This is an optimization exercise on Yosys and OpenROAD, whose aim is small area, a short achievable clock period and few clock cycles, not a production implementation.
At most, simulation tests tie the RTL to the original design; equivalence was not proved.

== rev 12 ==
// dsl_cmac
module dsl_cmac (
    input  wire         clk,
    input  wire         rst_n,         
    input  wire         key_load,
    input  wire [127:0] key,
    input  wire         in_valid,
    output wire         in_ready,
    input  wire [31:0]  in_data,
    input  wire         in_last,
    input  wire [1:0]   in_nbytes,     
    output reg          tag_valid,
    output wire [127:0] tag
);
clock: 10.0 ns
lec_check: 0
cap_margin: 20
core_margin: 2
core_utilization: 40
cts_buf_list: sky130_fd_sc_hd__clkbuf_8 sky130_fd_sc_hd__clkbuf_16
cts_cluster_diameter: 100
cts_cluster_size: 20
place_density: 0.6
setup_slack_margin: 5.0
slew_margin: 20
synth_hierarchical: 1
synth_minimum_keep_size: 0
tns_end_percent: 80
standard.sh (not shown) runs the stock make flow with config.mk's settings and CLKGATE_MAP_FILE= SYNTH_SCRIPT=/design/flow/synth_recipe.tcl, a recipe that flattens the netlist after the stock synthesis.
==> flow/flow/run.sh <==
#!/bin/bash
set -eu -o pipefail
bash standard.sh synth > synth.log 2>&1
bash standard.sh "BUFFER_PORTS_ARGS=-buffer_cell sky130_fd_sc_hd__buf_1" finish > layout.log 2>&1
Rev 12: all stages complete, timing, DRC and antenna checks passed
Testbench counts of rev 12, summed over its fixed seeds: cycles 77,494.
The following lists how rev 13 was set up differently from rev 12:
Settings: PLACE_DENSITY now 0.65, was 0.6; CORE_UTILIZATION now 50, was 40; TNS_END_PERCENT no longer set, was 80.
## What came out
- When rev 13 is set beside rev 12, its routed wire length on met2 turns out to be 3500 um smaller.
- met2 capacity usage during global routing sits higher in rev 13 than in rev 12.
- Total inserted antenna cells | rev 13 below rev 12
- Rev 13 vs rev 12 on global routing usage summed across all routing layers: rev 13 is the higher one.
- Routed wire length delta (rev 13 − rev 12): favourable
- When rev 13 is set beside rev 12, its detailed-route wire length on metal 1 turns out to be 3300 um smaller.
- Re signed area change from the synthesized netlist to the final layout: rev 12 and rev 13 aren't equal, and the lower value belongs to rev 12.
- The clock network latency to the later pin of the worst-skew pair was comparable across rev 12 and rev 13.
- Rev 13 reports a lower number of antenna violations at the first check in global routing than rev 12 does.


Another version of the RTL of dsl_cmac (not shown whole).
Size in the first run: roughly 55000 sq um of cells after synthesis.
clock: 10.0 ns
lec_check: 0
cap_margin: 20
core_margin: 2
core_utilization: 30
cts_buf_list: sky130_fd_sc_hd__clkbuf_4 sky130_fd_sc_hd__clkbuf_8
place_density: 0.45
setup_slack_margin: 3
slew_margin: 20
synth_hierarchical: 1
synth_minimum_keep_size: 0
Scripts as last shown in full above: flow/flow/run.sh
The baseline finished clean.
Change:
==> flow/run.sh (new file) <==
#!/bin/bash
# synth_recipe.tcl (not shown) runs the flow's synth.tcl, then flattens the netlist and writes it again
# the make line also repeats each setting of config.mk as NAME=value (left out here)
make -C /OpenROAD-flow-scripts/flow DESIGN_CONFIG=/design/flow/config.mk WORK_HOME=/design/flow/orfs CLKGATE_MAP_FILE= SYNTH_SCRIPT=/design/flow/synth_recipe.tcl finish
Settings changed: CAP_MARGIN 20 to 40, CTS_BUF_LIST sky130_fd_sc_hd__clkbuf_4 sky130_fd_sc_hd__clkbuf_8 to not set, SLEW_MARGIN 20 to 30.
removed: flow/flow/run.sh
removed: flow/standard.sh
What happened: Hold slack hardly moves; global-route usage came out higher by 0.34 points; first-iteration DRC count came out higher by 2.8%; final cell count came out lower by 0.39%; routed wire length came out higher by 1.1%; design area came out higher by 3.2%; setup slack degrades by 0.021 ns; utilization came out higher by 1.1 points; register-to-register slack degrades by 0.02 ns; count of clock-buffer cells in the layout came out lower by 49.
No functional check of the RTL was part of any run of this note.


Another version of the RTL of dsl_cmac (not shown whole).
For scale: roughly 0.054 mm2 of cells after synthesis.
==> flow/config.mk <==
export PLATFORM = sky130hd
export DESIGN_NAME = dsl_cmac
export DESIGN_NICKNAME = dsl_cmac
export VERILOG_FILES = /design/flow/design.v
export SDC_FILE = /design/flow/constraint.sdc
export NUM_CORES = 8
export LEC_CHECK = 0
export CAP_MARGIN = 40
export CORE_MARGIN = 2
export CORE_UTILIZATION = 30
export PLACE_DENSITY = 0.45
export SETUP_SLACK_MARGIN = 3
export SLEW_MARGIN = 30
export SYNTH_HIERARCHICAL = 1
export SYNTH_MINIMUM_KEEP_SIZE = 0
==> flow/constraint.sdc <==
create_clock -name core_clock -period 10.0 [get_ports {clk}]
set_input_delay 2.0000 -clock core_clock [delete_from_list [all_inputs] [get_ports {clk}]]
set_output_delay 2.0000 -clock core_clock [all_outputs]
set_load 0.01 [all_outputs]
==> flow/flow/run.sh <==
#!/bin/bash
set -eu -o pipefail
bash standard.sh synth > synth.log 2>&1
bash standard.sh "BUFFER_PORTS_ARGS=-buffer_cell sky130_fd_sc_hd__buf_1" finish > layout.log 2>&1
==> next run, changes <==
==> flow/run.sh (new file) <==
#!/bin/bash
# synth_recipe.tcl (not shown) runs the flow's synth.tcl, then flattens the netlist and writes it again
# the make line also repeats each setting of config.mk as NAME=value (left out here)
make -C /OpenROAD-flow-scripts/flow DESIGN_CONFIG=/design/flow/config.mk WORK_HOME=/design/flow/orfs CLKGATE_MAP_FILE= SYNTH_SCRIPT=/design/flow/synth_recipe.tcl finish
--- a/flow/config.mk
+++ b/flow/config.mk
@@ -10,2 +10,2 @@
-export CORE_UTILIZATION = 30
-export PLACE_DENSITY = 0.45
+export CORE_UTILIZATION = 50
+export PLACE_DENSITY = 0.6
removed: flow/flow/run.sh
removed: flow/standard.sh
Outcome: Maximum frequency grows slightly. Setup slack is better by 0.039 ns. Via count rises slightly. Die area drops by well over a third. Cell count drops by roughly a tenth. Wire length falls by roughly a tenth.
==> next run, changes <==
--- a/flow/config.mk
+++ b/flow/config.mk
@@ -10,2 +10,2 @@
-export CORE_UTILIZATION = 50
-export PLACE_DENSITY = 0.6
+export CORE_UTILIZATION = 65
+export PLACE_DENSITY = 0.75
The changed run produced a clean layout.
First-iteration DRC count goes up by 14%.
Routed wire length drops by 4.8%.
Critical path depth is unchanged.
Clock skew grows by 0.0067 ns.
Final area came out lower by 1.6%.
Die area drops by 23%.
Utilization increases by 17 points.
Sequential cell count does not change.
==> next run, changes <==
--- a/flow/config.mk
+++ b/flow/config.mk
@@ -10,3 +10,3 @@
-export CORE_UTILIZATION = 65
-export PLACE_DENSITY = 0.75
-export SETUP_SLACK_MARGIN = 3
+export CORE_UTILIZATION = 30
+export PLACE_DENSITY = 0.45
+export SETUP_SLACK_MARGIN = 3.5
Setup slack gains 0.53 ns.
Synthesized area is unchanged.
Final cell count came out higher by 21%.
Die area came out higher by 110%.
Global-route usage came out lower by 17 points.
==> next run, changes <==
--- a/flow/config.mk
+++ b/flow/config.mk
@@ -12 +12 @@
-export SETUP_SLACK_MARGIN = 3.5
+export SETUP_SLACK_MARGIN = 3
Effect: The changed run produced a clean layout; routed wire length goes down slightly; die area stays the same; synthesized cell count does not change; flip-flop and latch count is unchanged; sequential share of layout area grows by 1.6 points; utilization went down by 2.7 points; cell area went down by a few percent; area after synthesis does not change.
No functional check of the RTL was part of any run of this note.


Another version of the RTL of dsl_cmac (not shown whole).
Size: roughly 640 flip-flops.
Settings: LEC_CHECK=0, CAP_MARGIN=20, CORE_MARGIN=2, CORE_UTILIZATION=40, CTS_BUF_LIST=sky130_fd_sc_hd__clkbuf_8 sky130_fd_sc_hd__clkbuf_16, CTS_CLUSTER_DIAMETER=100, CTS_CLUSTER_SIZE=20, PLACE_DENSITY=0.6, SETUP_SLACK_MARGIN=5.0, SLEW_MARGIN=20, SYNTH_HIERARCHICAL=1, SYNTH_MINIMUM_KEEP_SIZE=0; clock period 10.0 ns.
==> flow/flow/run.sh <==
#!/bin/bash
set -eu -o pipefail
bash standard.sh synth > synth.log 2>&1
bash standard.sh "BUFFER_PORTS_ARGS=-buffer_cell sky130_fd_sc_hd__buf_1" finish > layout.log 2>&1
The baseline passed the timing, design-rule and antenna checks.
Rerun with:
--- a/flow/config.mk
+++ b/flow/config.mk
@@ -14,2 +14,2 @@
-export PLACE_DENSITY = 0.6
-export SETUP_SLACK_MARGIN = 5.0
+export PLACE_DENSITY = 0.55
+export SETUP_SLACK_MARGIN = 4.2
=> Global-route usage went down by 0.76 points. Design area went down by 20%. Cell count went down by 9.4%. Area after synthesis is unchanged. Clock-buffer cell count does not change. Worst setup slack loses 250 ps.
No run of this note included a check of the RTL's function; only the layout flow was run.


dsl_cmac with an RTL version that a note above also has.
For scale: about 6600 cells after synthesis, about 640 flip-flops, ~300 I/O pins.
==> flow/config.mk <==
export PLATFORM = sky130hd
export DESIGN_NAME = dsl_cmac
export DESIGN_NICKNAME = dsl_cmac
export VERILOG_FILES = /design/flow/design.v
export SDC_FILE = /design/flow/constraint.sdc
export NUM_CORES = 8
export LEC_CHECK = 0
export CAP_MARGIN = 20
export CORE_MARGIN = 2
export CORE_UTILIZATION = 40
export CTS_BUF_LIST = sky130_fd_sc_hd__clkbuf_8 sky130_fd_sc_hd__clkbuf_16
export CTS_CLUSTER_DIAMETER = 100
export CTS_CLUSTER_SIZE = 20
export PLACE_DENSITY = 0.6
export SETUP_SLACK_MARGIN = 5
export SLEW_MARGIN = 20
export SYNTH_HIERARCHICAL = 1
export SYNTH_MINIMUM_KEEP_SIZE = 0
==> flow/constraint.sdc <==
create_clock -name core_clock -period 10.0 [get_ports {clk}]
set_input_delay 2.0000 -clock core_clock [delete_from_list [all_inputs] [get_ports {clk}]]
set_output_delay 2.0000 -clock core_clock [all_outputs]
set_load 0.01 [all_outputs]
==> flow/flow/run.sh <==
#!/bin/bash
set -eu -o pipefail
SETUP_MARGIN=${SETUP_MARGIN:-5.1}
bash standard.sh synth > synth.log 2>&1
bash standard.sh "BUFFER_PORTS_ARGS=-buffer_cell sky130_fd_sc_hd__buf_1" \
  "SETUP_SLACK_MARGIN=$SETUP_MARGIN" finish > layout.log 2>&1
Testbench counts at the start, summed over its fixed seeds: cycles 77,494.
Edit:
==> flow/flow/run.sh (replaced) <==
#!/bin/bash
set -eu -o pipefail
SETUP_MARGIN=${SETUP_MARGIN:-5.8}
bash standard.sh synth > synth.log 2>&1
bash standard.sh "BUFFER_PORTS_ARGS=-buffer_cell sky130_fd_sc_hd__buf_1" \
  "SETUP_SLACK_MARGIN=$SETUP_MARGIN" finish > layout.log 2>&1
--- a/flow/config.mk
+++ b/flow/config.mk
@@ -12,5 +12,5 @@
 export CTS_CLUSTER_DIAMETER = 100
 export CTS_CLUSTER_SIZE = 20
-export PLACE_DENSITY = 0.6
+export PLACE_DENSITY = 0.55
 export SETUP_SLACK_MARGIN = 5
 export SLEW_MARGIN = 20
The changed run went through all stages and came out clean.
Register-to-register slack is better by 0.08 ns.
Die area is unchanged.
Synthesized cell count does not change.
Setup slack gains 0.080 ns.
Clock-buffer cell count drops by 1.
Final area goes up by well over a third.
Global-route usage rose by 4.5 points.
Wire length went up by a quarter to a third.
Cell count goes up by roughly a tenth.

==> port drivers added, routing unchanged <==
In the flow no input, the clock included, has a driving cell. The finished layouts below were timed again as built, in two steps.
Step 1: set_driving_cell puts a clkbuf_16 on clk and a buf_2 on each other input, an assumption about the parent block.
Step 2 moves the port delays by t, midway between the first and last clock arrival at a register: inputs arrive t later, outputs are due t later. That takes back most of the time a late clock gives input paths.
Slacks: ideal ports / drivers / drivers and shift; pairs: ideal ports / drivers.
run | t, ns | setup WS [ns] | worst setup path after step 2 | worst register clock-pin slew, ns | worst data-port slew with drivers (ns)
rev 12 | 0.710 | 5.095 / 5.095 / 4.529 | input to register | 0.10 / 0.10 | 0.24
rev 13 | 0.710 | 4.987 / 4.987 / 4.634 | input to register | 0.10 / 0.10 | 0.07
the first run of note 2 | 0.918 | 3.348 / 3.348 / 3.348 | register to register | 0.08 / 0.08 | 0.10
the second run of note 2 | 0.784 | 3.327 / 3.327 / 3.327 | register to register | 0.07 / 0.07 | 0.09
the first run of note 3 | 0.768 | 3.130 / 3.130 / 3.130 | register to register | 0.08 / 0.08 | 0.06
the second run of note 3 | 0.726 | 3.170 / 3.170 / 3.170 | register to register | 0.07 / 0.07 | 0.04
the third run of note 3 | 0.707 | 3.168 / 3.168 / 3.168 | register to register | 0.07 / 0.07 | 0.10
the fourth run of note 3 | 0.757 | 3.697 / 3.697 / 3.697 | register to register | 0.06 / 0.06 | 0.07
the fifth run of note 3 | 0.752 | 3.299 / 3.299 / 3.299 | register to register | 0.06 / 0.06 | 0.07
the first run of note 4 | 0.758 | 4.642 / 4.642 / 4.315 | input to register | 0.10 / 0.10 | 0.18
the second run of note 4 | 0.741 | 4.394 / 4.394 / 4.394 | register to register | 0.10 / 0.10 | 0.21
the first run of note 5 | 0.712 | 5.165 / 5.165 / 4.532 | input to register | 0.10 / 0.10 | 0.19
the second run of note 5 | 0.741 | 5.246 / 5.246 / 5.023 | input to register | 0.11 / 0.11 | 0.08
After both steps setup and hold are still met in every run listed. For the first run of note 5, which loses most, drivers alone change the setup slack by 0.000 ns; drivers and shift together by -0.633 ns.
